From an optimization exercise on the open Yosys and OpenROAD flow, aimed at small area, a short achievable clock period and few clock cycles; shortcuts taken in it are not production practice. The RTL was checked by simulation tests, not by an equivalence proof against the original design.

// q9_quant
module q9_quant (
    input  wire         clk,
    input  wire         rst,
    input  wire         in_valid,
    output wire         in_ready,
    input  wire [511:0] in_x,
    output reg          out_valid,
    output reg  [7:0]   out_scale,
    output reg  [63:0]  out_codes,
    output reg          out_sat,
    output reg          out_qnf
);
==> module q9_elem_round, before the edit <==
module q9_elem_round (
    input  wire [15:0] cr,       
    input  wire        big,
    input  wire [3:0]  sn,
    input  wire [2:0]  pl,
    input  wire [5:0]  r0,
    input  wire [5:0]  r1,
    input  wire [7:0]  t10,
    input  wire [7:0]  t12,
    input  wire [7:0]  t14,
    output reg  [2:0]  idx
);
    function automatic cmp9;
        input [8:0] a, b;
        input       ge_in;
        integer n, w;
        reg [9:0] g, q;
        begin
            g[0] = ge_in;
            q[0] = ge_in;
            for (n = 0; n < 9; n = n + 1) begin
                g[n+1] = a[n] & ~b[n];
                q[n+1] = a[n] | ~b[n];
            end
            for (w = 1; w < 10; w = w * 2)
                for (n = 0; n + w < 10; n = n + 2 * w) begin
                    g[n] = g[n + w] | (q[n + w] & g[n]);
                    q[n] = g[n + w] | (q[n + w] & q[n]);
                end
            cmp9 = g[0];
        end
    endfunction
    wire [7:0]  e = cr[15:8];
    wire [6:0]  f = cr[7:1];     
    wire        z = cr[0];       
    wire ge  = cmp9({6'd0, f[6:4]}, {6'd0, sn[2:0]}, 1'b1);
    wire eq1 = (f[6:4] == sn[2:0]) && (f[3:0] == 4'd0) && z;
    wire [7:0] zi = ge ? {2'b01, f[6:1]} : {1'b1, f[6:0]};
    wire       zs = ~z | (ge & f[0]);
    wire gt125 = cmp9({zi, zs}, {t10, 1'b0}, 1'b0);
    wire ge15  = cmp9({1'b0, zi}, {1'b0, t12}, 1'b1);
    wire ge175 = cmp9({1'b0, zi}, {1'b0, t14}, 1'b1);
    wire [3:0] wl = {1'b0, e[2:0]} + {1'b0, pl} + {3'd0, ge};
    wire       win = wl[3] ? ({1'b0, e[7:3]} == r1) : ({1'b0, e[7:3]} == r0);
    always @(*) begin
        if (big)
            idx = 3'd7;
        else if (!win)
            idx = 3'd0;
        else if (wl[2])
            idx = {2'b11, gt125};          
        else
            case (wl[1:0])
                2'd0:    idx = {2'b00, ~eq1};
                2'd1:    idx = 3'd1 + ge15;
                2'd2:    idx = 3'd2 + gt125 + ge175;
                default: idx = 3'd4 + gt125 + ge175;
            endcase
    end
endmodule
==> flow/config.mk <==
export PLATFORM = sky130hd
export DESIGN_NAME = q9_quant
export DESIGN_NICKNAME = q9_quant
export VERILOG_FILES = /design/flow/design.v
export SDC_FILE = /design/flow/constraint.sdc
export NUM_CORES = 4
export LEC_CHECK = 0
export ABC_AREA = 1
export CAP_MARGIN = 20
export CORE_MARGIN = 2
export CORE_UTILIZATION = 40
export SLEW_MARGIN = 20
==> flow/constraint.sdc <==
create_clock -name core_clock -period 80.0 [get_ports {clk}]
set_input_delay 16.0000 -clock core_clock [delete_from_list [all_inputs] [get_ports {clk}]]
set_output_delay 16.0000 -clock core_clock [all_outputs]
set_load 0.01 [all_outputs]
standard.sh (not shown) runs the stock make flow with config.mk's settings and CLKGATE_MAP_FILE= SYNTH_SCRIPT=/design/flow/synth_recipe.tcl, a recipe that flattens the netlist after the stock synthesis.
==> flow/flow/run.sh <==
#!/bin/bash
# Layout flow: the standard synthesis, then its combinational logic re-mapped
# by ABC with a stronger script (registers untouched), then the
# standard ORFS steps from the synthesis database on, with the port buffers
# made of buf_1 cells.
set -euo pipefail
R=orfs/results/$FLOW_PLATFORM/q9_quant/base
bash standard.sh synth > synth_std.log 2>&1
cp $R/1_2_yosys.v $R/1_2_yosys_std.v
bash flow/resynth.sh $R/1_2_yosys_std.v $R/1_2_yosys.v flow/resynth.abc > resynth.log 2>&1
rm -f $R/1_synth.odb $R/1_synth.sdc
export BUFFER_PORTS_ARGS="-buffer_cell sky130_fd_sc_hd__buf_1"
bash standard.sh > layout.log 2>&1
Other scripts of this flow, unchanged in this note and not shown: flow/flow/resynth.abc, flow/flow/resynth.sh
The first run went through all stages and came out clean.
Testbench counts at the start, summed over its fixed seeds: cycles 16,016.
==> next run, changes <==
--- a/flow/design.v
+++ b/flow/design.v
@@ -217,27 +217,19 @@
     input  wire [7:0]  t14,
     output reg  [2:0]  idx
 );
     function automatic cmp9;
         input [8:0] a, b;
         input       ge_in;
-        integer n, w;
-        reg [9:0] g, q;
+        integer n;
+        reg g;
         begin
-            g[0] = ge_in;
-            q[0] = ge_in;
-            for (n = 0; n < 9; n = n + 1) begin
-                g[n+1] = a[n] & ~b[n];
-                q[n+1] = a[n] | ~b[n];
-            end
-            for (w = 1; w < 10; w = w * 2)
-                for (n = 0; n + w < 10; n = n + 2 * w) begin
-                    g[n] = g[n + w] | (q[n + w] & g[n]);
-                    q[n] = g[n + w] | (q[n + w] & q[n]);
-                end
-            cmp9 = g[0];
+            g = ge_in;
+            for (n = 0; n < 9; n = n + 1)
+                g = b[n] ? (a[n] & g) : (a[n] | g);
+            cmp9 = g;
         end
     endfunction
     wire [7:0]  e = cr[15:8];
     wire [6:0]  f = cr[7:1];     
     wire        z = cr[0];       
     wire ge  = cmp9({6'd0, f[6:4]}, {6'd0, sn[2:0]}, 1'b1);
Result: Global-route usage increases by 0.24 points; die area increases by 0.95%; cell count hardly moves; area after synthesis increases by 0.96%; routed wire length increases by 2.3%; design area increases by 0.86%; worst hold slack gets worse by 0.0035 ns.
Testbench counts after the change, summed over its fixed seeds: cycles 16,016.

re-timing with driven ports:
How much do the figures lean on ideal ports? The routed layouts below were timed once more, with nothing changed but the port constraints.
Step 1: set_driving_cell puts a clkbuf_16 on clk and a buf_2 on each other input, an assumption about the parent block.
Step 2 adds t to the input delays and takes it off the output delays; t is the mean of the earliest and latest rising clock arrival at the registers after step 1. Input paths then give back, and output paths get back, about the clock's delay inside the block.
Three values: no drivers, after step 1, after step 2; two values: the first two.
run | t, ns | setup slack, ns | worst setup path after step 2 | worst data-port slew with drivers (ns)
the first run | 0.623 | 62.942 / 62.874 / 63.044 | input to register | 0.06
the second run | 0.645 | 62.803 / 62.736 / 63.087 | input to register | 0.09
After both steps setup and hold are still met in every run listed.
